This design comes from an exercise in tuning for small area, a short achievable clock period and few clock cycles per item on the open sky130 flow, not from production work.
Only simulation tests tie the RTL to the original design; equivalence was not proved.

==> flow/design.v (outline; a module is shown in full before it is edited, if it fits) <==
// module wte_correct: 216 lines
// module wte_benc16: 33 lines
// module wte_benc17: 33 lines
// module wte_mul_gd: 868 lines
// module wte_mul_xp: 1638 lines
module wte_correct (
    input  wire        clk,
    input  wire        rst,
    input  wire        cfg_we,
    input  wire [2:0]  cfg_addr,
    input  wire [31:0] cfg_wdata,
    input  wire        in_valid,
    output wire        in_ready,
    input  wire [1:0]  in_slot,
    input  wire [15:0] in_s,
    input  wire [15:0] in_dark,
    input  wire [15:0] in_gain,
    output wire        out_valid,
    input  wire        out_ready,
    output wire [15:0] out_y,
    output wire [15:0] out_v,
    output wire [15:0] neg_cnt,
    output wire [15:0] clip_cnt
);
  // ...
==> flow/run.sh <==
#!/bin/bash
# synth_recipe.tcl (not shown) runs the flow's synth.tcl, then flattens the netlist and writes it again
# the make line also repeats each setting of config.mk as NAME=value (left out here)
make -C /OpenROAD-flow-scripts/flow DESIGN_CONFIG=/design/flow/config.mk WORK_HOME=/design/flow/orfs CLKGATE_MAP_FILE= SYNTH_SCRIPT=/design/flow/synth_recipe.tcl finish
==> flow/config.mk <==
export PLATFORM = sky130hd
export DESIGN_NAME = wte_correct
export DESIGN_NICKNAME = wte_correct
export VERILOG_FILES = /design/flow/design.v
export SDC_FILE = /design/flow/constraint.sdc
export NUM_CORES = 4
export LEC_CHECK = 0
export CAP_MARGIN = 20
export CORE_MARGIN = 2
export CORE_UTILIZATION = 40
export SLEW_MARGIN = 20
==> flow/constraint.sdc <==
create_clock -name core_clock -period 13.0 [get_ports {clk}]
set_input_delay 2.6000 -clock core_clock [delete_from_list [all_inputs] [get_ports {clk}]]
set_output_delay 2.6000 -clock core_clock [all_outputs]
set_load 0.01 [all_outputs]
==> metrics.cfg, run 1 <==
[outcome]
status = no timing/DRC/antenna violations

[finish]
multiInputGateArea_mm2 = 0.02377
final_cell_area_mm2 = 0.04039
n_all_inverters = 408

[drt]
route.detailed.drc = 0
vias = 27220
drt_wl_total_um = 96830
viasPerCell = 5.480

[floorplan]
fp.dieW_um = 306.4
core_area_mm2 = 0.09029

[logic_synthesis]
ys_types = 77
syn_area_mm2 = 0.03657
yosysSeqAreaShare_pct = 27.51
synthTopCellsByCount = 418 x nand2_1, 403 x inv_1, 385 x a22oi_1, 332 x fa_1, 279 x clkbuf_1

[cts]
h-tree-depth = 2
cts.sinks = 392

[worst_setup_path]
crit_cells = 18
critPathMaxFanout = 17
start_kind = flip-flop
r2r-start = r0_gneg[0]$_DFFE_PN_
r2r_slack_ps = 6570

[timing]
tightest_slew_ps = 969.5
fmax_ghz = 0.1554
finalSetupViolations = 0

[hold_path]
hold_path_end = r2_neg$_DFFE_PN_

Testbench counts, summed over its fixed seeds: cycles 16,032, items 16,000.
==> module wte_correct, before the edit <==
module wte_correct (
    input  wire        clk,
    input  wire        rst,
    input  wire        cfg_we,
    input  wire [2:0]  cfg_addr,
    input  wire [31:0] cfg_wdata,
    input  wire        in_valid,
    output wire        in_ready,
    input  wire [1:0]  in_slot,
    input  wire [15:0] in_s,
    input  wire [15:0] in_dark,
    input  wire [15:0] in_gain,
    output wire        out_valid,
    input  wire        out_ready,
    output wire [15:0] out_y,
    output wire [15:0] out_v,
    output wire [15:0] neg_cnt,
    output wire [15:0] clip_cnt
);
    reg [2:0]  cfg_sh;
    reg        cfg_ob16;
    reg [1:0]  cfg_obk;
    reg [15:0] doff0, doff1, doff2, doff3;
    reg [15:0] dg0, dg1, dg2, dg3;
    always @(posedge clk) begin
        if (rst) begin
            cfg_sh   <= 3'd0;
            cfg_ob16 <= 1'b1;
            cfg_obk  <= 2'd0;
            doff0 <= 16'h0000; doff1 <= 16'h0000;
            doff2 <= 16'h0000; doff3 <= 16'h0000;
            dg0   <= 16'h4000; dg1   <= 16'h4000;
            dg2   <= 16'h4000; dg3   <= 16'h4000;
        end else if (cfg_we) begin
            case (cfg_addr)
                3'd0: begin
                    cfg_sh   <= cfg_wdata[0] ? (3'd0 - cfg_wdata[11:9]) : 3'd0;
                    cfg_ob16 <= cfg_wdata[20];
                    cfg_obk  <= cfg_wdata[18:17];
                end
                3'd1: begin doff0 <= cfg_wdata[15:0]; doff1 <= cfg_wdata[31:16]; end
                3'd2: begin doff2 <= cfg_wdata[15:0]; doff3 <= cfg_wdata[31:16]; end
                3'd3: begin dg0   <= cfg_wdata[15:0]; dg1   <= cfg_wdata[31:16]; end
                3'd4: begin dg2   <= cfg_wdata[15:0]; dg3   <= cfg_wdata[31:16]; end
                default: ;
            endcase
        end
    end
    reg  v0, v1, v2;         
    reg  ov;                 
    reg  kv;                 
    wire advance = !kv;
    wire take    = ov && out_ready;
    wire inc     = v2 && advance;
    assign in_ready  = advance;
    assign out_valid = ov;
    reg [15:0] s16_in;
    always @(*) begin
        case (cfg_sh)
            3'd1: s16_in = {in_s[13:0], 2'b0};
            3'd2: s16_in = {in_s[11:0], 4'b0};
            3'd3: s16_in = {in_s[9:0],  6'b0};
            3'd4: s16_in = {in_s[7:0],  8'b0};
            default: s16_in = in_s;
        endcase
    end
    reg [15:0] dg_in;
    always @(*) begin
        case (in_slot)
            2'd0: dg_in = dg0;
            2'd1: dg_in = dg1;
            2'd2: dg_in = dg2;
            default: dg_in = dg3;
        endcase
    end
    wire [8:0] g_one, g_two;
    wire [7:0] g_neg;
    wte_benc16 u_genc (.x(in_gain), .one(g_one), .two(g_two), .neg(g_neg));
    reg [15:0] r0_s, r0_d, r0_dg;
    reg [8:0]  r0_gone, r0_gtwo;
    reg [7:0]  r0_gneg;
    reg [1:0]  r0_slot;
    always @(posedge clk) begin
        if (advance) begin
            r0_s    <= s16_in;
            r0_d    <= in_dark;
            r0_dg   <= dg_in;
            r0_gone <= g_one;
            r0_gtwo <= g_two;
            r0_gneg <= g_neg;
            r0_slot <= in_slot;
        end
    end
    reg [15:0] doff_sel;
    always @(*) begin
        case (r0_slot)
            2'd0: doff_sel = doff0;
            2'd1: doff_sel = doff1;
            2'd2: doff_sel = doff2;
            default: doff_sel = doff3;
        endcase
    end
    wire [17:0] diff = {2'b00, r0_s} - {2'b00, r0_d} - {{2{doff_sel[15]}}, doff_sel};
    wire        neg  = diff[17];
    wire [16:0] x    = neg ? 17'd0 : diff[16:0];
    wire [8:0]  x_one, x_two;
    wire [7:0]  x_neg;
    wte_benc17 u_xenc (.x(x), .one(x_one), .two(x_two), .neg(x_neg));
    wire [31:0] gp;
    wte_mul_gd u_mgd (.one(r0_gone), .two(r0_gtwo), .neg(r0_gneg), .p(r0_dg), .y(gp));
    reg [8:0]  r1_one, r1_two;
    reg [7:0]  r1_negd;
    reg        r1_neg;
    reg [31:0] r1_p;
    always @(posedge clk) begin
        if (advance) begin
            r1_one  <= x_one;
            r1_two  <= x_two;
            r1_negd <= x_neg;
            r1_neg  <= neg;
            r1_p    <= gp;
        end
    end
    wire [20:0] pa, pb;
    wire        pc;
    wte_mul_xp u_mxp (.one(r1_one), .two(r1_two), .neg(r1_negd), .p(r1_p),
                      .ca(pa), .cb(pb), .cy(pc));
    reg [20:0] r2_a, r2_b;
    reg        r2_c, r2_neg;
    always @(posedge clk) begin
        if (advance) begin
            r2_a   <= pa;
            r2_b   <= pb;
            r2_c   <= pc;
            r2_neg <= r1_neg;
        end
    end
    wire [20:0] yf   = r2_a + r2_b + {20'd0, r2_c};
    wire        clip = |yf[20:16];
    wire [15:0] y    = clip ? 16'hFFFF : yf[15:0];
    reg  [15:0] k_y;
    reg  [15:0] o_y;
    reg  [11:0] o_v;
    wire [15:0] src_y = kv ? k_y : y;
    reg  [11:0] ra;
    reg         rb;
    always @(*) begin
        case (cfg_obk)
            2'd0:    begin ra = {src_y[15:8], 4'hF};  rb = src_y[7]; end
            2'd1:    begin ra = {src_y[15:6], 2'b11}; rb = src_y[5]; end
            default: begin ra = src_y[15:4];          rb = src_y[3]; end
        endcase
    end
    wire [12:0] rsum = {1'b0, ra} + {12'd0, rb};
    reg  [11:0] vred;
    always @(*) begin
        if (cfg_ob16) vred = src_y[11:0];
        else if (rsum[12]) begin
            case (cfg_obk)
                2'd0:    vred = 12'h0FF;
                2'd1:    vred = 12'h3FF;
                default: vred = 12'hFFF;
            endcase
        end else begin
            case (cfg_obk)
                2'd0:    vred = {4'd0, rsum[11:4]};
                2'd1:    vred = {2'd0, rsum[11:2]};
                default: vred = rsum[11:0];
            endcase
        end
    end
    wire load_o = (kv || inc) && (!ov || take);
    always @(posedge clk) begin
        if (rst) begin
            v0 <= 1'b0; v1 <= 1'b0; v2 <= 1'b0;
            ov <= 1'b0; kv <= 1'b0;
        end else begin
            if (advance) begin
                v0 <= in_valid;
                v1 <= v0;
                v2 <= v1;
            end
            if (load_o)    ov <= 1'b1;
            else if (take) ov <= 1'b0;
            if (kv) begin
                if (take) kv <= 1'b0;
            end else if (inc && ov && !take) begin
                kv <= 1'b1;
            end
        end
    end
    always @(posedge clk) begin
        if (load_o) begin
            o_y <= src_y;
            o_v <= vred;
        end
        if (inc && ov && !take)
            k_y <= y;
    end
    reg [15:0] neg_count, clip_count;
    always @(posedge clk) begin
        if (rst || (cfg_we && cfg_addr == 3'd5)) begin
            neg_count  <= 16'd0;
            clip_count <= 16'd0;
        end else if (inc) begin
            if (r2_neg && neg_count != 16'hFFFF)
                neg_count <= neg_count + 16'd1;
            if (clip && clip_count != 16'hFFFF)
                clip_count <= clip_count + 16'd1;
        end
    end
    assign out_y    = o_y;
    assign out_v    = {cfg_ob16 ? o_y[15:12] : 4'd0, o_v};
    assign neg_cnt  = neg_count;
    assign clip_cnt = clip_count;
endmodule
==> module wte_mul_gd, before the edit <==
module wte_mul_gd (
    input  wire [8:0] one,
    input  wire [8:0] two,
    input  wire [7:0] neg,
    input  wire [15:0] p,
    output wire [31:0] y
);
    wire pp1;
    wire pp2;
    wire pp3;
    wire pp4;
    wire pp5;
    wire pp6;
    wire pp7;
    wire pp8;
    wire pp9;
    wire pp10;
    wire pp11;
    wire pp12;
    wire pp13;
    wire pp14;
    wire pp15;
    wire pp16;
    wire pp17;
    wire ns18;
    wire pp19;
    wire pp20;
    wire pp21;
    wire pp22;
    wire pp23;
    wire pp24;
    wire pp25;
    wire pp26;
    wire pp27;
    wire pp28;
    wire pp29;
    wire pp30;
    wire pp31;
    wire pp32;
    wire pp33;
    wire pp34;
    wire pp35;
    wire ns36;
    wire pp37;
    wire pp38;
    wire pp39;
    wire pp40;
    wire pp41;
    wire pp42;
    wire pp43;
    wire pp44;
    wire pp45;
    wire pp46;
    wire pp47;
    wire pp48;
    wire pp49;
    wire pp50;
    wire pp51;
    wire pp52;
    wire pp53;
    wire ns54;
    wire pp55;
    wire pp56;
    wire pp57;
    wire pp58;
    wire pp59;
    wire pp60;
    wire pp61;
    wire pp62;
    wire pp63;
    wire pp64;
    wire pp65;
    wire pp66;
    wire pp67;
    wire pp68;
    wire pp69;
    wire pp70;
    wire pp71;
    wire ns72;
    wire pp73;
    wire pp74;
    wire pp75;
    wire pp76;
    wire pp77;
    wire pp78;
    wire pp79;
    wire pp80;
    wire pp81;
    wire pp82;
    wire pp83;
    wire pp84;
    wire pp85;
    wire pp86;
    wire pp87;
    wire pp88;
    wire pp89;
    wire ns90;
    wire pp91;
    wire pp92;
    wire pp93;
    wire pp94;
    wire pp95;
    wire pp96;
    wire pp97;
    wire pp98;
    wire pp99;
    wire pp100;
    wire pp101;
    wire pp102;
    wire pp103;
    wire pp104;
    wire pp105;
    wire pp106;
    wire pp107;
    wire ns108;
    wire pp109;
    wire pp110;
    wire pp111;
    wire pp112;
    wire pp113;
    wire pp114;
    wire pp115;
    wire pp116;
    wire pp117;
    wire pp118;
    wire pp119;
    wire pp120;
    wire pp121;
    wire pp122;
    wire pp123;
    wire pp124;
    wire pp125;
    wire ns126;
    wire pp127;
    wire pp128;
    wire pp129;
    wire pp130;
    wire pp131;
    wire pp132;
    wire pp133;
    wire pp134;
    wire pp135;
    wire pp136;
    wire pp137;
    wire pp138;
    wire pp139;
    wire pp140;
    wire pp141;
    wire pp142;
    wire pp143;
    wire ns144;
    wire pp145;
    wire pp146;
    wire pp147;
    wire pp148;
    wire pp149;
    wire pp150;
    wire pp151;
    wire pp152;
    wire pp153;
    wire pp154;
    wire pp155;
    wire pp156;
    wire pp157;
    wire pp158;
    wire pp159;
    wire pp160;
    wire hs161;
    wire hc162;
    wire hs163;
    wire hc164;
    wire hs165;
    wire hc166;
    wire hs167;
    wire hc168;
    wire fs169;
    wire fc170;
    wire hs171;
    wire hc172;
    wire fs173;
    wire fc174;
    wire hs175;
    wire hc176;
    wire fs177;
    wire fc178;
    wire fs179;
    wire fc180;
    wire hs181;
    wire hc182;
    wire fs183;
    wire fc184;
    wire fs185;
    wire fc186;
    wire hs187;
    wire hc188;
    wire fs189;
    wire fc190;
    wire fs191;
    wire fc192;
    wire fs193;
    wire fc194;
    wire fs195;
    wire fc196;
    wire fs197;
    wire fc198;
    wire fs199;
    wire fc200;
    wire fs201;
    wire fc202;
    wire fs203;
    wire fc204;
    wire fs205;
    wire fc206;
    wire fs207;
    wire fc208;
    wire fs209;
    wire fc210;
    wire fs211;
    wire fc212;
    wire fs213;
    wire fc214;
    wire fs215;
    wire fc216;
    wire hs217;
    wire hc218;
    wire fs219;
    wire fc220;
    wire fs221;
    wire fc222;
    wire fs223;
    wire fc224;
    wire hs225;
    wire hc226;
    wire fs227;
    wire fc228;
    wire hs229;
    wire hc230;
    wire hs231;
    wire hc232;
    wire hs233;
    wire hc234;
    wire fs235;
    wire fc236;
    wire hs237;
    wire hc238;
    wire fs239;
    wire fc240;
    wire hs241;
    wire hc242;
    wire fs243;
    wire fc244;
    wire fs245;
    wire fc246;
    wire fs247;
    wire fc248;
    wire fs249;
    wire fc250;
    wire fs251;
    wire fc252;
    wire fs253;
    wire fc254;
    wire fs255;
    wire fc256;
    wire fs257;
    wire fc258;
    wire fs259;
    wire fc260;
    wire fs261;
    wire fc262;
    wire fs263;
    wire fc264;
    wire fs265;
    wire fc266;
    wire fs267;
    wire fc268;
    wire fs269;
    wire fc270;
    wire fs271;
    wire fc272;
    wire fs273;
    wire fc274;
    wire fs275;
    wire fc276;
    wire fs277;
    wire fc278;
    wire fs279;
    wire fc280;
    wire fs281;
    wire fc282;
    wire fs283;
    wire fc284;
    wire fs285;
    wire fc286;
    wire fs287;
    wire fc288;
    wire fs289;
    wire fc290;
    wire fs291;
    wire fc292;
    wire fs293;
    wire fc294;
    wire fs295;
    wire fc296;
    wire fs297;
    wire fc298;
    wire fs299;
    wire fc300;
    wire fs301;
    wire fc302;
    wire fs303;
    wire fc304;
    wire fs305;
    wire fc306;
    wire fs307;
    wire fc308;
    wire hs309;
    wire hc310;
    wire fs311;
    wire fc312;
    wire hs313;
    wire hc314;
    wire hs315;
    wire hc316;
    wire hs317;
    wire hc318;
    wire fs319;
    wire fc320;
    wire fs321;
    wire fc322;
    wire fs323;
    wire fc324;
    wire fs325;
    wire fc326;
    wire fs327;
    wire fc328;
    wire fs329;
    wire fc330;
    wire fs331;
    wire fc332;
    wire fs333;
    wire fc334;
    wire fs335;
    wire fc336;
    wire fs337;
    wire fc338;
    wire fs339;
    wire fc340;
    wire fs341;
    wire fc342;
    wire fs343;
    wire fc344;
    wire fs345;
    wire fc346;
    wire fs347;
    wire fc348;
    wire fs349;
    wire fc350;
    wire fs351;
    wire fc352;
    wire fs353;
    wire fc354;
    wire fs355;
    wire fc356;
    wire fs357;
    wire fc358;
    wire fs359;
    wire fc360;
    wire fs361;
    wire fc362;
    wire fs363;
    wire fc364;
    wire fs365;
    wire fc366;
    wire hs367;
    wire hc368;
    wire hs369;
    wire hc370;
    wire hs371;
    wire hc372;
    wire fs373;
    wire fc374;
    wire fs375;
    wire fc376;
    wire fs377;
    wire fc378;
    wire fs379;
    wire fc380;
    wire fs381;
    wire fc382;
    wire fs383;
    wire fc384;
    wire fs385;
    wire fc386;
    wire fs387;
    wire fc388;
    wire fs389;
    wire fc390;
    wire fs391;
    wire fc392;
    wire fs393;
    wire fc394;
    wire fs395;
    wire fc396;
    wire fs397;
    wire fc398;
    wire fs399;
    wire fc400;
    wire fs401;
    wire fc402;
    wire fs403;
    wire fc404;
    wire fs405;
    wire fc406;
    wire fs407;
    wire fc408;
    wire fs409;
    wire fc410;
    wire fs411;
    wire fc412;
    wire fs413;
    wire fc414;
    wire fs415;
    wire fc416;
    wire fs417;
    wire fc418;
    wire fs419;
    wire fc420;
    wire fs421;
    wire fc422;
    wire fs423;
    wire fc424;
    wire fs425;
    wire fc426;
    wire fs427;
    wire fc428;
    assign pp1 = ((one[0] & p[0])) ^ neg[0];
    assign pp2 = ((one[0] & p[1]) | (two[0] & p[0])) ^ neg[0];
    assign pp3 = ((one[0] & p[2]) | (two[0] & p[1])) ^ neg[0];
    assign pp4 = ((one[0] & p[3]) | (two[0] & p[2])) ^ neg[0];
    assign pp5 = ((one[0] & p[4]) | (two[0] & p[3])) ^ neg[0];
    assign pp6 = ((one[0] & p[5]) | (two[0] & p[4])) ^ neg[0];
    assign pp7 = ((one[0] & p[6]) | (two[0] & p[5])) ^ neg[0];
    assign pp8 = ((one[0] & p[7]) | (two[0] & p[6])) ^ neg[0];
    assign pp9 = ((one[0] & p[8]) | (two[0] & p[7])) ^ neg[0];
    assign pp10 = ((one[0] & p[9]) | (two[0] & p[8])) ^ neg[0];
    assign pp11 = ((one[0] & p[10]) | (two[0] & p[9])) ^ neg[0];
    assign pp12 = ((one[0] & p[11]) | (two[0] & p[10])) ^ neg[0];
    assign pp13 = ((one[0] & p[12]) | (two[0] & p[11])) ^ neg[0];
    assign pp14 = ((one[0] & p[13]) | (two[0] & p[12])) ^ neg[0];
    assign pp15 = ((one[0] & p[14]) | (two[0] & p[13])) ^ neg[0];
    assign pp16 = ((one[0] & p[15]) | (two[0] & p[14])) ^ neg[0];
    assign pp17 = ((two[0] & p[15])) ^ neg[0];
    assign ns18 = ~neg[0];
    assign pp19 = ((one[1] & p[0])) ^ neg[1];
    assign pp20 = ((one[1] & p[1]) | (two[1] & p[0])) ^ neg[1];
    assign pp21 = ((one[1] & p[2]) | (two[1] & p[1])) ^ neg[1];
    assign pp22 = ((one[1] & p[3]) | (two[1] & p[2])) ^ neg[1];
    assign pp23 = ((one[1] & p[4]) | (two[1] & p[3])) ^ neg[1];
    assign pp24 = ((one[1] & p[5]) | (two[1] & p[4])) ^ neg[1];
    assign pp25 = ((one[1] & p[6]) | (two[1] & p[5])) ^ neg[1];
    assign pp26 = ((one[1] & p[7]) | (two[1] & p[6])) ^ neg[1];
    assign pp27 = ((one[1] & p[8]) | (two[1] & p[7])) ^ neg[1];
    assign pp28 = ((one[1] & p[9]) | (two[1] & p[8])) ^ neg[1];
    assign pp29 = ((one[1] & p[10]) | (two[1] & p[9])) ^ neg[1];
    assign pp30 = ((one[1] & p[11]) | (two[1] & p[10])) ^ neg[1];
    assign pp31 = ((one[1] & p[12]) | (two[1] & p[11])) ^ neg[1];
    assign pp32 = ((one[1] & p[13]) | (two[1] & p[12])) ^ neg[1];
    assign pp33 = ((one[1] & p[14]) | (two[1] & p[13])) ^ neg[1];
    assign pp34 = ((one[1] & p[15]) | (two[1] & p[14])) ^ neg[1];
    assign pp35 = ((two[1] & p[15])) ^ neg[1];
    assign ns36 = ~neg[1];
    assign pp37 = ((one[2] & p[0])) ^ neg[2];
    assign pp38 = ((one[2] & p[1]) | (two[2] & p[0])) ^ neg[2];
    assign pp39 = ((one[2] & p[2]) | (two[2] & p[1])) ^ neg[2];
    assign pp40 = ((one[2] & p[3]) | (two[2] & p[2])) ^ neg[2];
    assign pp41 = ((one[2] & p[4]) | (two[2] & p[3])) ^ neg[2];
    assign pp42 = ((one[2] & p[5]) | (two[2] & p[4])) ^ neg[2];
    assign pp43 = ((one[2] & p[6]) | (two[2] & p[5])) ^ neg[2];
    assign pp44 = ((one[2] & p[7]) | (two[2] & p[6])) ^ neg[2];
    assign pp45 = ((one[2] & p[8]) | (two[2] & p[7])) ^ neg[2];
    assign pp46 = ((one[2] & p[9]) | (two[2] & p[8])) ^ neg[2];
    assign pp47 = ((one[2] & p[10]) | (two[2] & p[9])) ^ neg[2];
    assign pp48 = ((one[2] & p[11]) | (two[2] & p[10])) ^ neg[2];
    assign pp49 = ((one[2] & p[12]) | (two[2] & p[11])) ^ neg[2];
    assign pp50 = ((one[2] & p[13]) | (two[2] & p[12])) ^ neg[2];
    assign pp51 = ((one[2] & p[14]) | (two[2] & p[13])) ^ neg[2];
    assign pp52 = ((one[2] & p[15]) | (two[2] & p[14])) ^ neg[2];
    assign pp53 = ((two[2] & p[15])) ^ neg[2];
    assign ns54 = ~neg[2];
    assign pp55 = ((one[3] & p[0])) ^ neg[3];
    assign pp56 = ((one[3] & p[1]) | (two[3] & p[0])) ^ neg[3];
    assign pp57 = ((one[3] & p[2]) | (two[3] & p[1])) ^ neg[3];
    assign pp58 = ((one[3] & p[3]) | (two[3] & p[2])) ^ neg[3];
    assign pp59 = ((one[3] & p[4]) | (two[3] & p[3])) ^ neg[3];
    assign pp60 = ((one[3] & p[5]) | (two[3] & p[4])) ^ neg[3];
    assign pp61 = ((one[3] & p[6]) | (two[3] & p[5])) ^ neg[3];
    assign pp62 = ((one[3] & p[7]) | (two[3] & p[6])) ^ neg[3];
    assign pp63 = ((one[3] & p[8]) | (two[3] & p[7])) ^ neg[3];
    assign pp64 = ((one[3] & p[9]) | (two[3] & p[8])) ^ neg[3];
    assign pp65 = ((one[3] & p[10]) | (two[3] & p[9])) ^ neg[3];
    assign pp66 = ((one[3] & p[11]) | (two[3] & p[10])) ^ neg[3];
    assign pp67 = ((one[3] & p[12]) | (two[3] & p[11])) ^ neg[3];
    assign pp68 = ((one[3] & p[13]) | (two[3] & p[12])) ^ neg[3];
    assign pp69 = ((one[3] & p[14]) | (two[3] & p[13])) ^ neg[3];
    assign pp70 = ((one[3] & p[15]) | (two[3] & p[14])) ^ neg[3];
    assign pp71 = ((two[3] & p[15])) ^ neg[3];
    assign ns72 = ~neg[3];
    assign pp73 = ((one[4] & p[0])) ^ neg[4];
    assign pp74 = ((one[4] & p[1]) | (two[4] & p[0])) ^ neg[4];
    assign pp75 = ((one[4] & p[2]) | (two[4] & p[1])) ^ neg[4];
    assign pp76 = ((one[4] & p[3]) | (two[4] & p[2])) ^ neg[4];
    assign pp77 = ((one[4] & p[4]) | (two[4] & p[3])) ^ neg[4];
    assign pp78 = ((one[4] & p[5]) | (two[4] & p[4])) ^ neg[4];
    assign pp79 = ((one[4] & p[6]) | (two[4] & p[5])) ^ neg[4];
    assign pp80 = ((one[4] & p[7]) | (two[4] & p[6])) ^ neg[4];
    assign pp81 = ((one[4] & p[8]) | (two[4] & p[7])) ^ neg[4];
    assign pp82 = ((one[4] & p[9]) | (two[4] & p[8])) ^ neg[4];
    assign pp83 = ((one[4] & p[10]) | (two[4] & p[9])) ^ neg[4];
    assign pp84 = ((one[4] & p[11]) | (two[4] & p[10])) ^ neg[4];
    assign pp85 = ((one[4] & p[12]) | (two[4] & p[11])) ^ neg[4];
    assign pp86 = ((one[4] & p[13]) | (two[4] & p[12])) ^ neg[4];
    assign pp87 = ((one[4] & p[14]) | (two[4] & p[13])) ^ neg[4];
    assign pp88 = ((one[4] & p[15]) | (two[4] & p[14])) ^ neg[4];
    assign pp89 = ((two[4] & p[15])) ^ neg[4];
    assign ns90 = ~neg[4];
    assign pp91 = ((one[5] & p[0])) ^ neg[5];
    assign pp92 = ((one[5] & p[1]) | (two[5] & p[0])) ^ neg[5];
    assign pp93 = ((one[5] & p[2]) | (two[5] & p[1])) ^ neg[5];
    assign pp94 = ((one[5] & p[3]) | (two[5] & p[2])) ^ neg[5];
    assign pp95 = ((one[5] & p[4]) | (two[5] & p[3])) ^ neg[5];
    assign pp96 = ((one[5] & p[5]) | (two[5] & p[4])) ^ neg[5];
    assign pp97 = ((one[5] & p[6]) | (two[5] & p[5])) ^ neg[5];
    assign pp98 = ((one[5] & p[7]) | (two[5] & p[6])) ^ neg[5];
    assign pp99 = ((one[5] & p[8]) | (two[5] & p[7])) ^ neg[5];
    assign pp100 = ((one[5] & p[9]) | (two[5] & p[8])) ^ neg[5];
    assign pp101 = ((one[5] & p[10]) | (two[5] & p[9])) ^ neg[5];
    assign pp102 = ((one[5] & p[11]) | (two[5] & p[10])) ^ neg[5];
    assign pp103 = ((one[5] & p[12]) | (two[5] & p[11])) ^ neg[5];
    assign pp104 = ((one[5] & p[13]) | (two[5] & p[12])) ^ neg[5];
    assign pp105 = ((one[5] & p[14]) | (two[5] & p[13])) ^ neg[5];
    assign pp106 = ((one[5] & p[15]) | (two[5] & p[14])) ^ neg[5];
    assign pp107 = ((two[5] & p[15])) ^ neg[5];
    assign ns108 = ~neg[5];
    assign pp109 = ((one[6] & p[0])) ^ neg[6];
    assign pp110 = ((one[6] & p[1]) | (two[6] & p[0])) ^ neg[6];
    assign pp111 = ((one[6] & p[2]) | (two[6] & p[1])) ^ neg[6];
    assign pp112 = ((one[6] & p[3]) | (two[6] & p[2])) ^ neg[6];
    assign pp113 = ((one[6] & p[4]) | (two[6] & p[3])) ^ neg[6];
    assign pp114 = ((one[6] & p[5]) | (two[6] & p[4])) ^ neg[6];
    assign pp115 = ((one[6] & p[6]) | (two[6] & p[5])) ^ neg[6];
    assign pp116 = ((one[6] & p[7]) | (two[6] & p[6])) ^ neg[6];
    assign pp117 = ((one[6] & p[8]) | (two[6] & p[7])) ^ neg[6];
    assign pp118 = ((one[6] & p[9]) | (two[6] & p[8])) ^ neg[6];
    assign pp119 = ((one[6] & p[10]) | (two[6] & p[9])) ^ neg[6];
    assign pp120 = ((one[6] & p[11]) | (two[6] & p[10])) ^ neg[6];
    assign pp121 = ((one[6] & p[12]) | (two[6] & p[11])) ^ neg[6];
    assign pp122 = ((one[6] & p[13]) | (two[6] & p[12])) ^ neg[6];
    assign pp123 = ((one[6] & p[14]) | (two[6] & p[13])) ^ neg[6];
    assign pp124 = ((one[6] & p[15]) | (two[6] & p[14])) ^ neg[6];
    assign pp125 = ((two[6] & p[15])) ^ neg[6];
    assign ns126 = ~neg[6];
    assign pp127 = ((one[7] & p[0])) ^ neg[7];
    assign pp128 = ((one[7] & p[1]) | (two[7] & p[0])) ^ neg[7];
    assign pp129 = ((one[7] & p[2]) | (two[7] & p[1])) ^ neg[7];
    assign pp130 = ((one[7] & p[3]) | (two[7] & p[2])) ^ neg[7];
    assign pp131 = ((one[7] & p[4]) | (two[7] & p[3])) ^ neg[7];
    assign pp132 = ((one[7] & p[5]) | (two[7] & p[4])) ^ neg[7];
    assign pp133 = ((one[7] & p[6]) | (two[7] & p[5])) ^ neg[7];
    assign pp134 = ((one[7] & p[7]) | (two[7] & p[6])) ^ neg[7];
    assign pp135 = ((one[7] & p[8]) | (two[7] & p[7])) ^ neg[7];
    assign pp136 = ((one[7] & p[9]) | (two[7] & p[8])) ^ neg[7];
    assign pp137 = ((one[7] & p[10]) | (two[7] & p[9])) ^ neg[7];
    assign pp138 = ((one[7] & p[11]) | (two[7] & p[10])) ^ neg[7];
    assign pp139 = ((one[7] & p[12]) | (two[7] & p[11])) ^ neg[7];
    assign pp140 = ((one[7] & p[13]) | (two[7] & p[12])) ^ neg[7];
    assign pp141 = ((one[7] & p[14]) | (two[7] & p[13])) ^ neg[7];
    assign pp142 = ((one[7] & p[15]) | (two[7] & p[14])) ^ neg[7];
    assign pp143 = ((two[7] & p[15])) ^ neg[7];
    assign ns144 = ~neg[7];
    assign pp145 = (one[8] & p[0]);
    assign pp146 = (one[8] & p[1]) | (two[8] & p[0]);
    assign pp147 = (one[8] & p[2]) | (two[8] & p[1]);
    assign pp148 = (one[8] & p[3]) | (two[8] & p[2]);
    assign pp149 = (one[8] & p[4]) | (two[8] & p[3]);
    assign pp150 = (one[8] & p[5]) | (two[8] & p[4]);
    assign pp151 = (one[8] & p[6]) | (two[8] & p[5]);
    assign pp152 = (one[8] & p[7]) | (two[8] & p[6]);
    assign pp153 = (one[8] & p[8]) | (two[8] & p[7]);
    assign pp154 = (one[8] & p[9]) | (two[8] & p[8]);
    assign pp155 = (one[8] & p[10]) | (two[8] & p[9]);
    assign pp156 = (one[8] & p[11]) | (two[8] & p[10]);
    assign pp157 = (one[8] & p[12]) | (two[8] & p[11]);
    assign pp158 = (one[8] & p[13]) | (two[8] & p[12]);
    assign pp159 = (one[8] & p[14]) | (two[8] & p[13]);
    assign pp160 = (one[8] & p[15]) | (two[8] & p[14]);
    assign hs161 = 1'b1 ^ ns18;
    assign hc162 = 1'b1 & ns18;
    assign hs163 = 1'b1 ^ pp35;
    assign hc164 = 1'b1 & pp35;
    assign hs165 = neg[5] ^ pp11;
    assign hc166 = neg[5] & pp11;
    assign hs167 = pp12 ^ pp28;
    assign hc168 = pp12 & pp28;
    assign fs169 = neg[6] ^ pp13 ^ pp29;
    assign fc170 = (neg[6] & pp13) | (neg[6] & pp29) | (pp13 & pp29);
    assign hs171 = pp45 ^ pp61;
    assign hc172 = pp45 & pp61;
    assign fs173 = pp14 ^ pp30 ^ pp46;
    assign fc174 = (pp14 & pp30) | (pp14 & pp46) | (pp30 & pp46);
    assign hs175 = pp62 ^ pp78;
    assign hc176 = pp62 & pp78;
    assign fs177 = neg[7] ^ pp15 ^ pp31;
    assign fc178 = (neg[7] & pp15) | (neg[7] & pp31) | (pp15 & pp31);
    assign fs179 = pp47 ^ pp63 ^ pp79;
    assign fc180 = (pp47 & pp63) | (pp47 & pp79) | (pp63 & pp79);
    assign hs181 = pp95 ^ pp111;
    assign hc182 = pp95 & pp111;
    assign fs183 = pp16 ^ pp32 ^ pp48;
    assign fc184 = (pp16 & pp32) | (pp16 & pp48) | (pp32 & pp48);
    assign fs185 = pp64 ^ pp80 ^ pp96;
    assign fc186 = (pp64 & pp80) | (pp64 & pp96) | (pp80 & pp96);
    assign hs187 = pp112 ^ pp128;
    assign hc188 = pp112 & pp128;
    assign fs189 = pp17 ^ pp33 ^ pp49;
    assign fc190 = (pp17 & pp33) | (pp17 & pp49) | (pp33 & pp49);
    assign fs191 = pp65 ^ pp81 ^ pp97;
    assign fc192 = (pp65 & pp81) | (pp65 & pp97) | (pp81 & pp97);
    assign fs193 = pp113 ^ pp129 ^ pp145;
    assign fc194 = (pp113 & pp129) | (pp113 & pp145) | (pp129 & pp145);
    assign fs195 = hs161 ^ pp34 ^ pp50;
    assign fc196 = (hs161 & pp34) | (hs161 & pp50) | (pp34 & pp50);
    assign fs197 = pp66 ^ pp82 ^ pp98;
    assign fc198 = (pp66 & pp82) | (pp66 & pp98) | (pp82 & pp98);
    assign fs199 = pp114 ^ pp130 ^ pp146;
    assign fc200 = (pp114 & pp130) | (pp114 & pp146) | (pp130 & pp146);
    assign fs201 = hc162 ^ pp51 ^ pp67;
    assign fc202 = (hc162 & pp51) | (hc162 & pp67) | (pp51 & pp67);
    assign fs203 = pp83 ^ pp99 ^ pp115;
    assign fc204 = (pp83 & pp99) | (pp83 & pp115) | (pp99 & pp115);
    assign fs205 = pp131 ^ pp147 ^ hs163;
    assign fc206 = (pp131 & pp147) | (pp131 & hs163) | (pp147 & hs163);
    assign fs207 = ns36 ^ pp52 ^ pp68;
    assign fc208 = (ns36 & pp52) | (ns36 & pp68) | (pp52 & pp68);
    assign fs209 = pp84 ^ pp100 ^ pp116;
    assign fc210 = (pp84 & pp100) | (pp84 & pp116) | (pp100 & pp116);
    assign fs211 = pp132 ^ pp148 ^ hc164;
    assign fc212 = (pp132 & pp148) | (pp132 & hc164) | (pp148 & hc164);
    assign fs213 = 1'b1 ^ pp53 ^ pp69;
    assign fc214 = (1'b1 & pp53) | (1'b1 & pp69) | (pp53 & pp69);
    assign fs215 = pp85 ^ pp101 ^ pp117;
    assign fc216 = (pp85 & pp101) | (pp85 & pp117) | (pp101 & pp117);
    assign hs217 = pp133 ^ pp149;
    assign hc218 = pp133 & pp149;
    assign fs219 = ns54 ^ pp70 ^ pp86;
    assign fc220 = (ns54 & pp70) | (ns54 & pp86) | (pp70 & pp86);
    assign fs221 = pp102 ^ pp118 ^ pp134;
    assign fc222 = (pp102 & pp118) | (pp102 & pp134) | (pp118 & pp134);
    assign fs223 = 1'b1 ^ pp71 ^ pp87;
    assign fc224 = (1'b1 & pp71) | (1'b1 & pp87) | (pp71 & pp87);
    assign hs225 = pp103 ^ pp119;
    assign hc226 = pp103 & pp119;
    assign fs227 = ns72 ^ pp88 ^ pp104;
    assign fc228 = (ns72 & pp88) | (ns72 & pp104) | (pp88 & pp104);
    assign hs229 = 1'b1 ^ pp89;
    assign hc230 = 1'b1 & pp89;
    assign hs231 = neg[3] ^ pp7;
    assign hc232 = neg[3] & pp7;
    assign hs233 = pp8 ^ pp24;
    assign hc234 = pp8 & pp24;
    assign fs235 = neg[4] ^ pp9 ^ pp25;
    assign fc236 = (neg[4] & pp9) | (neg[4] & pp25) | (pp9 & pp25);
    assign hs237 = pp41 ^ pp57;
    assign hc238 = pp41 & pp57;
    assign fs239 = pp10 ^ pp26 ^ pp42;
    assign fc240 = (pp10 & pp26) | (pp10 & pp42) | (pp26 & pp42);
    assign hs241 = pp58 ^ pp74;
    assign hc242 = pp58 & pp74;
    assign fs243 = pp27 ^ pp43 ^ pp59;
    assign fc244 = (pp27 & pp43) | (pp27 & pp59) | (pp43 & pp59);
    assign fs245 = pp75 ^ pp91 ^ hs165;
    assign fc246 = (pp75 & pp91) | (pp75 & hs165) | (pp91 & hs165);
    assign fs247 = pp44 ^ pp60 ^ pp76;
    assign fc248 = (pp44 & pp60) | (pp44 & pp76) | (pp60 & pp76);
    assign fs249 = pp92 ^ hc166 ^ hs167;
    assign fc250 = (pp92 & hc166) | (pp92 & hs167) | (hc166 & hs167);
    assign fs251 = pp77 ^ pp93 ^ pp109;
    assign fc252 = (pp77 & pp93) | (pp77 & pp109) | (pp93 & pp109);
    assign fs253 = hc168 ^ hs171 ^ fs169;
    assign fc254 = (hc168 & hs171) | (hc168 & fs169) | (hs171 & fs169);
    assign fs255 = pp94 ^ pp110 ^ hc172;
    assign fc256 = (pp94 & pp110) | (pp94 & hc172) | (pp110 & hc172);
    assign fs257 = hs175 ^ fc170 ^ fs173;
    assign fc258 = (hs175 & fc170) | (hs175 & fs173) | (fc170 & fs173);
    assign fs259 = pp127 ^ hc176 ^ hs181;
    assign fc260 = (pp127 & hc176) | (pp127 & hs181) | (hc176 & hs181);
    assign fs261 = fc174 ^ fs177 ^ fs179;
    assign fc262 = (fc174 & fs177) | (fc174 & fs179) | (fs177 & fs179);
    assign fs263 = hc182 ^ hs187 ^ fc178;
    assign fc264 = (hc182 & hs187) | (hc182 & fc178) | (hs187 & fc178);
    assign fs265 = fc180 ^ fs183 ^ fs185;
    assign fc266 = (fc180 & fs183) | (fc180 & fs185) | (fs183 & fs185);
    assign fs267 = hc188 ^ fc184 ^ fc186;
    assign fc268 = (hc188 & fc184) | (hc188 & fc186) | (fc184 & fc186);
    assign fs269 = fs189 ^ fs191 ^ fs193;
    assign fc270 = (fs189 & fs191) | (fs189 & fs193) | (fs191 & fs193);
    assign fs271 = fc190 ^ fc192 ^ fc194;
    assign fc272 = (fc190 & fc192) | (fc190 & fc194) | (fc192 & fc194);
    assign fs273 = fs195 ^ fs197 ^ fs199;
    assign fc274 = (fs195 & fs197) | (fs195 & fs199) | (fs197 & fs199);
    assign fs275 = fc196 ^ fc198 ^ fc200;
    assign fc276 = (fc196 & fc198) | (fc196 & fc200) | (fc198 & fc200);
    assign fs277 = fs201 ^ fs203 ^ fs205;
    assign fc278 = (fs201 & fs203) | (fs201 & fs205) | (fs203 & fs205);
    assign fs279 = fc202 ^ fc204 ^ fs207;
    assign fc280 = (fc202 & fc204) | (fc202 & fs207) | (fc204 & fs207);
    assign fs281 = fs209 ^ fc206 ^ fs211;
    assign fc282 = (fs209 & fc206) | (fs209 & fs211) | (fc206 & fs211);
    assign fs283 = hs217 ^ fc208 ^ fc210;
    assign fc284 = (hs217 & fc208) | (hs217 & fc210) | (fc208 & fc210);
    assign fs285 = fs213 ^ fs215 ^ fc212;
    assign fc286 = (fs213 & fs215) | (fs213 & fc212) | (fs215 & fc212);
    assign fs287 = pp150 ^ hc218 ^ fc214;
    assign fc288 = (pp150 & hc218) | (pp150 & fc214) | (hc218 & fc214);
    assign fs289 = fc216 ^ fs219 ^ fs221;
    assign fc290 = (fc216 & fs219) | (fc216 & fs221) | (fs219 & fs221);
    assign fs291 = pp135 ^ pp151 ^ hs225;
    assign fc292 = (pp135 & pp151) | (pp135 & hs225) | (pp151 & hs225);
    assign fs293 = fc220 ^ fc222 ^ fs223;
    assign fc294 = (fc220 & fc222) | (fc220 & fs223) | (fc222 & fs223);
    assign fs295 = pp120 ^ pp136 ^ pp152;
    assign fc296 = (pp120 & pp136) | (pp120 & pp152) | (pp136 & pp152);
    assign fs297 = hc226 ^ fc224 ^ fs227;
    assign fc298 = (hc226 & fc224) | (hc226 & fs227) | (fc224 & fs227);
    assign fs299 = pp105 ^ pp121 ^ pp137;
    assign fc300 = (pp105 & pp121) | (pp105 & pp137) | (pp121 & pp137);
    assign fs301 = pp153 ^ hs229 ^ fc228;
    assign fc302 = (pp153 & hs229) | (pp153 & fc228) | (hs229 & fc228);
    assign fs303 = ns90 ^ pp106 ^ pp122;
    assign fc304 = (ns90 & pp106) | (ns90 & pp122) | (pp106 & pp122);
    assign fs305 = pp138 ^ pp154 ^ hc230;
    assign fc306 = (pp138 & pp154) | (pp138 & hc230) | (pp154 & hc230);
    assign fs307 = 1'b1 ^ pp107 ^ pp123;
    assign fc308 = (1'b1 & pp107) | (1'b1 & pp123) | (pp107 & pp123);
    assign hs309 = pp139 ^ pp155;
    assign hc310 = pp139 & pp155;
    assign fs311 = ns108 ^ pp124 ^ pp140;
    assign fc312 = (ns108 & pp124) | (ns108 & pp140) | (pp124 & pp140);
    assign hs313 = 1'b1 ^ pp125;
    assign hc314 = 1'b1 & pp125;
    assign hs315 = neg[2] ^ pp5;
    assign hc316 = neg[2] & pp5;
    assign hs317 = pp6 ^ pp22;
    assign hc318 = pp6 & pp22;
    assign fs319 = pp23 ^ pp39 ^ pp55;
    assign fc320 = (pp23 & pp39) | (pp23 & pp55) | (pp39 & pp55);
    assign fs321 = pp40 ^ pp56 ^ hc232;
    assign fc322 = (pp40 & pp56) | (pp40 & hc232) | (pp56 & hc232);
    assign fs323 = pp73 ^ hc234 ^ hs237;
    assign fc324 = (pp73 & hc234) | (pp73 & hs237) | (hc234 & hs237);
    assign fs325 = hc238 ^ hs241 ^ fc236;
    assign fc326 = (hc238 & hs241) | (hc238 & fc236) | (hs241 & fc236);
    assign fs327 = hc242 ^ fc240 ^ fs243;
    assign fc328 = (hc242 & fc240) | (hc242 & fs243) | (fc240 & fs243);
    assign fs329 = fc244 ^ fs247 ^ fc246;
    assign fc330 = (fc244 & fs247) | (fc244 & fc246) | (fs247 & fc246);
    assign fs331 = fc248 ^ fs251 ^ fc250;
    assign fc332 = (fc248 & fs251) | (fc248 & fc250) | (fs251 & fc250);
    assign fs333 = fc252 ^ fs255 ^ fc254;
    assign fc334 = (fc252 & fs255) | (fc252 & fc254) | (fs255 & fc254);
    assign fs335 = fc256 ^ fs259 ^ fc258;
    assign fc336 = (fc256 & fs259) | (fc256 & fc258) | (fs259 & fc258);
    assign fs337 = fc260 ^ fc262 ^ fs263;
    assign fc338 = (fc260 & fc262) | (fc260 & fs263) | (fc262 & fs263);
    assign fs339 = fc264 ^ fc266 ^ fs267;
    assign fc340 = (fc264 & fc266) | (fc264 & fs267) | (fc266 & fs267);
    assign fs341 = fc268 ^ fc270 ^ fs271;
    assign fc342 = (fc268 & fc270) | (fc268 & fs271) | (fc270 & fs271);
    assign fs343 = fc272 ^ fc274 ^ fs275;
    assign fc344 = (fc272 & fc274) | (fc272 & fs275) | (fc274 & fs275);
    assign fs345 = fc276 ^ fs279 ^ fc278;
    assign fc346 = (fc276 & fs279) | (fc276 & fc278) | (fs279 & fc278);
    assign fs347 = fc280 ^ fs283 ^ fc282;
    assign fc348 = (fc280 & fs283) | (fc280 & fc282) | (fs283 & fc282);
    assign fs349 = fc284 ^ fs287 ^ fs289;
    assign fc350 = (fc284 & fs287) | (fc284 & fs289) | (fs287 & fs289);
    assign fs351 = fs291 ^ fc288 ^ fc290;
    assign fc352 = (fs291 & fc288) | (fs291 & fc290) | (fc288 & fc290);
    assign fs353 = fs295 ^ fc292 ^ fc294;
    assign fc354 = (fs295 & fc292) | (fs295 & fc294) | (fc292 & fc294);
    assign fs355 = fc296 ^ fs299 ^ fc298;
    assign fc356 = (fc296 & fs299) | (fc296 & fc298) | (fs299 & fc298);
    assign fs357 = fc300 ^ fs303 ^ fs305;
    assign fc358 = (fc300 & fs303) | (fc300 & fs305) | (fs303 & fs305);
    assign fs359 = hs309 ^ fc304 ^ fs307;
    assign fc360 = (hs309 & fc304) | (hs309 & fs307) | (fc304 & fs307);
    assign fs361 = pp156 ^ hc310 ^ fc308;
    assign fc362 = (pp156 & hc310) | (pp156 & fc308) | (hc310 & fc308);
    assign fs363 = pp141 ^ pp157 ^ hs313;
    assign fc364 = (pp141 & pp157) | (pp141 & hs313) | (pp157 & hs313);
    assign fs365 = ns126 ^ pp142 ^ pp158;
    assign fc366 = (ns126 & pp142) | (ns126 & pp158) | (pp142 & pp158);
    assign hs367 = 1'b1 ^ pp143;
    assign hc368 = 1'b1 & pp143;
    assign hs369 = neg[1] ^ pp3;
    assign hc370 = neg[1] & pp3;
    assign hs371 = pp4 ^ pp20;
    assign hc372 = pp4 & pp20;
    assign fs373 = pp21 ^ pp37 ^ hs315;
    assign fc374 = (pp21 & pp37) | (pp21 & hs315) | (pp37 & hs315);
    assign fs375 = pp38 ^ hc316 ^ hs317;
    assign fc376 = (pp38 & hc316) | (pp38 & hs317) | (hc316 & hs317);
    assign fs377 = hc318 ^ hs231 ^ fs319;
    assign fc378 = (hc318 & hs231) | (hc318 & fs319) | (hs231 & fs319);
    assign fs379 = hs233 ^ fc320 ^ fs321;
    assign fc380 = (hs233 & fc320) | (hs233 & fs321) | (fc320 & fs321);
    assign fs381 = fs235 ^ fc322 ^ fs323;
    assign fc382 = (fs235 & fc322) | (fs235 & fs323) | (fc322 & fs323);
    assign fs383 = fs239 ^ fc324 ^ fs325;
    assign fc384 = (fs239 & fc324) | (fs239 & fs325) | (fc324 & fs325);
    assign fs385 = fs245 ^ fc326 ^ fs327;
    assign fc386 = (fs245 & fc326) | (fs245 & fs327) | (fc326 & fs327);
    assign fs387 = fs249 ^ fc328 ^ fs329;
    assign fc388 = (fs249 & fc328) | (fs249 & fs329) | (fc328 & fs329);
    assign fs389 = fs253 ^ fc330 ^ fs331;
    assign fc390 = (fs253 & fc330) | (fs253 & fs331) | (fc330 & fs331);
    assign fs391 = fs257 ^ fc332 ^ fs333;
    assign fc392 = (fs257 & fc332) | (fs257 & fs333) | (fc332 & fs333);
    assign fs393 = fs261 ^ fc334 ^ fs335;
    assign fc394 = (fs261 & fc334) | (fs261 & fs335) | (fc334 & fs335);
    assign fs395 = fs265 ^ fc336 ^ fs337;
    assign fc396 = (fs265 & fc336) | (fs265 & fs337) | (fc336 & fs337);
    assign fs397 = fs269 ^ fc338 ^ fs339;
    assign fc398 = (fs269 & fc338) | (fs269 & fs339) | (fc338 & fs339);
    assign fs399 = fs273 ^ fc340 ^ fs341;
    assign fc400 = (fs273 & fc340) | (fs273 & fs341) | (fc340 & fs341);
    assign fs401 = fs277 ^ fc342 ^ fs343;
    assign fc402 = (fs277 & fc342) | (fs277 & fs343) | (fc342 & fs343);
    assign fs403 = fs281 ^ fc344 ^ fs345;
    assign fc404 = (fs281 & fc344) | (fs281 & fs345) | (fc344 & fs345);
    assign fs405 = fs285 ^ fc346 ^ fs347;
    assign fc406 = (fs285 & fc346) | (fs285 & fs347) | (fc346 & fs347);
    assign fs407 = fc286 ^ fs349 ^ fc348;
    assign fc408 = (fc286 & fs349) | (fc286 & fc348) | (fs349 & fc348);
    assign fs409 = fs293 ^ fc350 ^ fs351;
    assign fc410 = (fs293 & fc350) | (fs293 & fs351) | (fc350 & fs351);
    assign fs411 = fs297 ^ fc352 ^ fs353;
    assign fc412 = (fs297 & fc352) | (fs297 & fs353) | (fc352 & fs353);
    assign fs413 = fs301 ^ fc354 ^ fs355;
    assign fc414 = (fs301 & fc354) | (fs301 & fs355) | (fc354 & fs355);
    assign fs415 = fc302 ^ fs357 ^ fc356;
    assign fc416 = (fc302 & fs357) | (fc302 & fc356) | (fs357 & fc356);
    assign fs417 = fc306 ^ fs359 ^ fc358;
    assign fc418 = (fc306 & fs359) | (fc306 & fc358) | (fs359 & fc358);
    assign fs419 = fs311 ^ fc360 ^ fs361;
    assign fc420 = (fs311 & fc360) | (fs311 & fs361) | (fc360 & fs361);
    assign fs421 = fc312 ^ fs363 ^ fc362;
    assign fc422 = (fc312 & fs363) | (fc312 & fc362) | (fs363 & fc362);
    assign fs423 = hc314 ^ fs365 ^ fc364;
    assign fc424 = (hc314 & fs365) | (hc314 & fc364) | (fs365 & fc364);
    assign fs425 = pp159 ^ hs367 ^ fc366;
    assign fc426 = (pp159 & hs367) | (pp159 & fc366) | (hs367 & fc366);
    assign fs427 = ns144 ^ pp160 ^ hc368;
    assign fc428 = (ns144 & pp160) | (ns144 & hc368) | (pp160 & hc368);
    wire [31:0] ra = {fc426, fc424, fc422, fc420, fc418, fc416, fc414, fc412, fc410, fc408, fc406, fc404, fc402, fc400, fc398, fc396, fc394, fc392, fc390, fc388, fc386, fc384, fc382, fc380, fc378, fc376, fc374, hc372, hc370, hs369, pp2, neg[0]};
    wire [31:0] rb = {fs427, fs425, fs423, fs421, fs419, fs417, fs415, fs413, fs411, fs409, fs407, fs405, fs403, fs401, fs399, fs397, fs395, fs393, fs391, fs389, fs387, fs385, fs383, fs381, fs379, fs377, fs375, fs373, hs371, pp19, 1'b0, pp1};
    wire [31:0] sum = ra + rb;
    assign y = sum[31:0];
endmodule
==> inputs of run 2 (changes only) <==
--- a/flow/design.v
+++ b/flow/design.v
@@ -47,10 +47,10 @@
         end
     end
-    reg  v0, v1, v2;         
+    reg  v0, v1, v2, v3;     
     reg  ov;                 
     reg  kv;                 
     wire advance = !kv;
     wire take    = ov && out_ready;
-    wire inc     = v2 && advance;
+    wire inc     = v3 && advance;
     assign in_ready  = advance;
     assign out_valid = ov;
@@ -103,75 +103,78 @@
     wire [17:0] diff = {2'b00, r0_s} - {2'b00, r0_d} - {{2{doff_sel[15]}}, doff_sel};
     wire        neg  = diff[17];
-    wire [16:0] x    = neg ? 17'd0 : diff[16:0];
-    wire [8:0]  x_one, x_two;
-    wire [7:0]  x_neg;
-    wte_benc17 u_xenc (.x(x), .one(x_one), .two(x_two), .neg(x_neg));
-    wire [31:0] gp;
-    wte_mul_gd u_mgd (.one(r0_gone), .two(r0_gtwo), .neg(r0_gneg), .p(r0_dg), .y(gp));
-    reg [8:0]  r1_one, r1_two;
-    reg [7:0]  r1_negd;
+    wire [31:0] ga, gb;
+    wire        gc;
+    wte_mul_gd u_mgd (.one(r0_gone), .two(r0_gtwo), .neg(r0_gneg), .p(r0_dg),
+                      .ca(ga), .cb(gb), .cy(gc));
+    reg [16:0] r1_x;
     reg        r1_neg;
-    reg [31:0] r1_p;
+    reg [31:0] r1_ga, r1_gb;
     always @(posedge clk) begin
         if (advance) begin
-            r1_one  <= x_one;
-            r1_two  <= x_two;
-            r1_negd <= x_neg;
+            r1_x    <= neg ? 17'd0 : diff[16:0];
             r1_neg  <= neg;
-            r1_p    <= gp;
+            r1_ga   <= ga;
+            r1_gb   <= gb;
+        end
+    end
+    wire [8:0]  x_one, x_two;
+    wire [7:0]  x_neg;
+    wte_benc17 u_xenc (.x(r1_x), .one(x_one), .two(x_two), .neg(x_neg));
+    reg [8:0]  r2_one, r2_two;
+    reg [7:0]  r2_negd;
+    reg        r2_neg;
+    reg [31:0] r2_p;
+    always @(posedge clk) begin
+        if (advance) begin
+            r2_one  <= x_one;
+            r2_two  <= x_two;
+            r2_negd <= x_neg;
+            r2_neg  <= r1_neg;
+            r2_p    <= r1_ga + r1_gb;
         end
     end
     wire [20:0] pa, pb;
     wire        pc;
-    wte_mul_xp u_mxp (.one(r1_one), .two(r1_two), .neg(r1_negd), .p(r1_p),
+    wte_mul_xp u_mxp (.one(r2_one), .two(r2_two), .neg(r2_negd), .p(r2_p),
                       .ca(pa), .cb(pb), .cy(pc));
-    reg [20:0] r2_a, r2_b;
-    reg        r2_c, r2_neg;
+    reg [20:0] r3_a, r3_b;
+    reg        r3_c, r3_neg;
     always @(posedge clk) begin
         if (advance) begin
-            r2_a   <= pa;
-            r2_b   <= pb;
-            r2_c   <= pc;
-            r2_neg <= r1_neg;
+            r3_a   <= pa;
+            r3_b   <= pb;
+            r3_c   <= pc;
+            r3_neg <= r2_neg;
         end
     end
-    wire [20:0] yf   = r2_a + r2_b + {20'd0, r2_c};
-    wire        clip = |yf[20:16];
-    wire [15:0] y    = clip ? 16'hFFFF : yf[15:0];
-    reg  [15:0] k_y;
-    reg  [15:0] o_y;
-    reg  [11:0] o_v;
-    wire [15:0] src_y = kv ? k_y : y;
-    reg  [11:0] ra;
-    reg         rb;
+    reg  [20:0] rc;
     always @(*) begin
-        case (cfg_obk)
-            2'd0:    begin ra = {src_y[15:8], 4'hF};  rb = src_y[7]; end
-            2'd1:    begin ra = {src_y[15:6], 2'b11}; rb = src_y[5]; end
-            default: begin ra = src_y[15:4];          rb = src_y[3]; end
+        if (cfg_ob16) rc = 21'd0;
+        else case (cfg_obk)
+            2'd0:    rc = 21'd128;
+            2'd1:    rc = 21'd32;
+            default: rc = 21'd8;
         endcase
     end
-    wire [12:0] rsum = {1'b0, ra} + {12'd0, rb};
+    wire [20:0] yf   = r3_a + r3_b + {20'd0, r3_c};
+    wire [20:0] yr   = r3_a + r3_b + {20'd0, r3_c} + rc;
+    wire        clip = |yf[20:16];
+    wire        vsat = |yr[20:16];
+    wire [15:0] y    = clip ? 16'hFFFF : yf[15:0];
     reg  [11:0] vred;
     always @(*) begin
-        if (cfg_ob16) vred = src_y[11:0];
-        else if (rsum[12]) begin
-            case (cfg_obk)
-                2'd0:    vred = 12'h0FF;
-                2'd1:    vred = 12'h3FF;
-                default: vred = 12'hFFF;
-            endcase
-        end else begin
-            case (cfg_obk)
-                2'd0:    vred = {4'd0, rsum[11:4]};
-                2'd1:    vred = {2'd0, rsum[11:2]};
-                default: vred = rsum[11:0];
-            endcase
-        end
+        if (cfg_ob16) vred = vsat ? 12'hFFF : yr[11:0];
+        else case (cfg_obk)
+            2'd0:    vred = vsat ? 12'h0FF : {4'd0, yr[15:8]};
+            2'd1:    vred = vsat ? 12'h3FF : {2'd0, yr[15:6]};
+            default: vred = vsat ? 12'hFFF : yr[15:4];
+        endcase
     end
+    reg  [15:0] k_y, o_y;
+    reg  [11:0] k_v, o_v;
     wire load_o = (kv || inc) && (!ov || take);
     always @(posedge clk) begin
         if (rst) begin
-            v0 <= 1'b0; v1 <= 1'b0; v2 <= 1'b0;
+            v0 <= 1'b0; v1 <= 1'b0; v2 <= 1'b0; v3 <= 1'b0;
             ov <= 1'b0; kv <= 1'b0;
         end else begin
@@ -180,4 +183,5 @@
                 v1 <= v0;
                 v2 <= v1;
+                v3 <= v2;
             end
             if (load_o)    ov <= 1'b1;
@@ -192,9 +196,11 @@
     always @(posedge clk) begin
         if (load_o) begin
-            o_y <= src_y;
-            o_v <= vred;
+            o_y <= kv ? k_y : y;
+            o_v <= kv ? k_v : vred;
         end
-        if (inc && ov && !take)
+        if (inc && ov && !take) begin
             k_y <= y;
+            k_v <= vred;
+        end
     end
     reg [15:0] neg_count, clip_count;
@@ -204,5 +210,5 @@
             clip_count <= 16'd0;
         end else if (inc) begin
-            if (r2_neg && neg_count != 16'hFFFF)
+            if (r3_neg && neg_count != 16'hFFFF)
                 neg_count <= neg_count + 16'd1;
             if (clip && clip_count != 16'hFFFF)
@@ -286,5 +292,7 @@
     input  wire [7:0] neg,
     input  wire [15:0] p,
-    output wire [31:0] y
+    output wire [31:0] ca,
+    output wire [31:0] cb,
+    output wire        cy
 );
     wire pp1;
@@ -1146,6 +1154,7 @@
     wire [31:0] ra = {fc426, fc424, fc422, fc420, fc418, fc416, fc414, fc412, fc410, fc408, fc406, fc404, fc402, fc400, fc398, fc396, fc394, fc392, fc390, fc388, fc386, fc384, fc382, fc380, fc378, fc376, fc374, hc372, hc370, hs369, pp2, neg[0]};
     wire [31:0] rb = {fs427, fs425, fs423, fs421, fs419, fs417, fs415, fs413, fs411, fs409, fs407, fs405, fs403, fs401, fs399, fs397, fs395, fs393, fs391, fs389, fs387, fs385, fs383, fs381, fs379, fs377, fs375, fs373, hs371, pp19, 1'b0, pp1};
-    wire [31:0] sum = ra + rb;
-    assign y = sum[31:0];
+    assign cy = 1'b0;
+    assign ca = ra[31:0];
+    assign cb = rb[31:0];
 endmodule
 module wte_mul_xp (
==> run 2 against run 1 <==
Maximum frequency up 21%. Die area up 8.6%. Via count up 5.2%. Synthesized area up 8.7%. Count of clock-buffer cells in the layout up 17. Critical endpoint is now r3_c$_DFFE_PN_. Largest cell class unchanged.
==> metrics.cfg, run 2 <==
[floorplan]
dieArea_mm2 = 0.1019
die_y_um = 319.2
start_util_pct = 40.39
io_pins = 156
fp.dieW_um = 319.2  ; +4.2%
row_count = 115
core_area_mm2 = 0.09842  ; +9.0%

[logic_synthesis]
ys.flop_type = edfxtp_1
yosysSeqAreaShare_pct = 32.38  ; +4.9 points
synthTopCellsByArea = edfxtp_1 24%, fa_1 17%, dfxtp_1 8.7%
yosysTopAreaCellShare_pct = 23.72
synth_cells = 3974
synth_seq_cells = 486
async_flop_share_pct = 0
ys_types = 78  ; +1.3%
avgSynthCellArea_um2 = 10.00
synth_top_area_cell = edfxtp_1
synthTopCellsByCount = 464 x inv_1, 387 x nand2_1, 385 x a22oi_1, 332 x fa_1, 314 x edfxtp_1
ys_warn_count = 1
yosysMostFrequentCell = inv_1
synth_nets = 4587
syn_area_mm2 = 0.03975  ; +8.7%
synth_edf_count = 314

[worst_setup_path]
required_ps = 13330
worstRegToRegCells = 20
r2r-start = r2_p[14]$_DFFE_PN_
end_kind = flip-flop
worstSetupPathType = flip-flop to flip-flop
arrival_ps = 5650
r2r_slack_ps = 7680  ; +1110 ps
r2r_end = r3_c$_DFFE_PN_
start_kind = flip-flop
critPathMaxFanout = 18  ; +1

[cts]
post_cts_buffers = 0
h-tree-depth = 2  ; unchanged
clk_pin_slew_ps = 60
clock_path_buffers = 3
insertion_delay_ps = 670
clock-root-buffer = clkbuf_16
ctsHoldBuffers = 0
cts_tree = done
ctsResizeCount = 0
cts.sinks = 486  ; +24%
cts_buffers = 55

[global_route]
first_global_vias = 28850
overflow = 0
antenna_found_initial = 0
grt_pass1_wl_um = 163800
grt_usage_pct = 20.03
grt_max_degree = 181

[drt]
wl_met2_um = 48540
ant_nets = 0
routedWlPerCell_um = 19.54
first_pass_iters = 6
drt_wl_total_um = 102700  ; +6.1%
dr.max_layer_used = met4
vias = 28630  ; +5.2%
wl_met1_um = 45250
drt_iter0_drc = 2482
route.detailed.drc = 0  ; unchanged
dr_wl_met3_um = 6373
viasPerCell = 5.447  ; -0.61%

[finish]
layout.nets = 4538
areaGrowthSynthToFinish_pct = 10.68
finish.utilization_pct = 44.70
top_regs = r1_ga: 32 flops, r2_p: 32 flops, r1_gb: 31 flops
final_cell_area_mm2 = 0.04399  ; +8.9%
diodes = 0
final_common_cell = inv_1
drive_gt1_share_pct = 6.071
final_cell_mix = 463 x inv_1, 387 x nand2_1, 385 x a22oi_1

[timing]
period_needed_ps = 5320
hold_viol_final = 0
max_slew_margin_pct = 21.38
finalClockSkew_ps = 66.76
final.setup.tns_ps = 0
finalSetupViolations = 0  ; unchanged
tightest_slew_ps = 1179  ; +209.8 ps
fmax_ghz = 0.1880  ; +21%
fin_worst_hold_slack_ps = 431.2
rsz0062_at_grt = false
fin_crit_sh_pct = 40.92
drv_slew = 0

[placed_design]
post-dp-hpwl_um = 72080
postPlaceCellArea_mm2 = 0.04218
gp_congestion = 0.8887
numPortBuffers = 155

[run]
cap_violations = 0

[hold_path]
hold_path_end = r3_neg$_DFFE_PN_
hp-class = flip-flop to flip-flop
holdPathStages = 0
hold_start = r2_neg$_DFFE_PN_

[outcome]
status = no timing/DRC/antenna violations

## run 2: worst max path at each step
stage	from	end	slack, ps
finish	r2_p[14]$_DFFE_PN_	r3_c$_DFFE_PN_	7680
global placement	r2_negd[4]$_DFFE_PN_	r3_c$_DFFE_PN_	7710
CTS	r2_negd[4]$_DFFE_PN_	r3_c$_DFFE_PN_	7690
global route	r2_negd[4]$_DFFE_PN_	r3_c$_DFFE_PN_	7280
floorplan	kv$_SDFF_PP0_	in_ready	2280
detailed placement	r2_negd[4]$_DFFE_PN_	r3_c$_DFFE_PN_	7700
## run 2: cell families (layout without fill, tap and decap cells)
group / after synthesis / count (layout) / synth area share (%)
muxes: 90 / 90 / 3.396
xor gates and xnor gates: 488 / 488 / 10.75
and+or+nand+nor: 733 / 733 / 8.272
AOI/OAI and AO/OA: 865 / 865 / 14.99
adders and majority gates: 523 / 523 / 22.73
DFF: 486 / 486 / 32.38
buffers and inverters: 789 / 785 / 7.479
## run 2: final cells by class
| type | count | area, um2 |
|---|---|---|
| fillers | 9382 | 54420 |
| multi-input cells | 2699 | 23920 |
| flip-flops and latches | 486 | 12870 |
| repair buffers | 214 | 2004 |
| inverters | 469 | 1768 |
| well taps | 1287 | 1610 |
| clock buffers | 73 | 1486 |
| clock inverters | 29 | 327.8 |
## run 2: metal layers
metal | GRT usage, % | up-vias
li1 | - | 13410
met1 | 27.48 | 14110
met2 | 32.96 | 955
met3 | 2.807 | 161
met4 | 5.776 | 0
met5 | 0 | -
## run 2: worst max-delay path, stage by stage (launching register included)
cell and delay, ps:
edfxtp_1 870, a22oi_1 180, xor2_1 210, fa_1 470, fa_1 520, inv_1 60
fa_1 490, inv_1 60, fa_1 470, inv_1 40, ha_1 280, a21oi_1 150
nor2b_1 50, o21ai_0 180, nand2b_1 80, a21oi_1 140, nor2b_1 50, o21ai_0 140
nand2b_1 70, a2111oi_0 380, o211ai_1 150
## run 2: stage by stage
| step | setup slack (ps) | instances |
|---|---|---|
| 6_report | 7680 | 5257 |
| 5_1_grt | 7279 | 5257 |
| 4_1_cts | 7686 | 5257 |
| 3_5_place_dp | 7701 | 5155 |
| 3_3_place_gp | 7713 | 5155 |
| 2_1_floorplan | 2279 | 3974 |
Testbench counts of run 2, summed over its fixed seeds: cycles 16,040, items 16,000.

## re-timing with driven ports
Ports are ideal in the flow. The routed layouts listed here were re-timed in OpenROAD.
Step 1: set_driving_cell puts a clkbuf_16 on clk and a buf_2 on each other input, an assumption about the parent block.
Step 2 times the ports against the registers' clock, not the clock port: input delays grow and output delays shrink by t, the midpoint of the rising clock arrivals with the driver on.
a / b / c = no drivers / after step 1 / after step 2; a / b = the first two.
run	t (ns)	slack for setup (ns)	worst setup path after step 2	latest minus earliest clock arrival (ns)	cell pins on the clock port's net
run 1	0.672	6.566 / 6.566 / 6.566	register to register	0.063 / 0.062	1
run 2	0.710	7.680 / 7.680 / 7.680	register to register	0.071 / 0.071	1
After both steps every run listed still meets setup and hold.
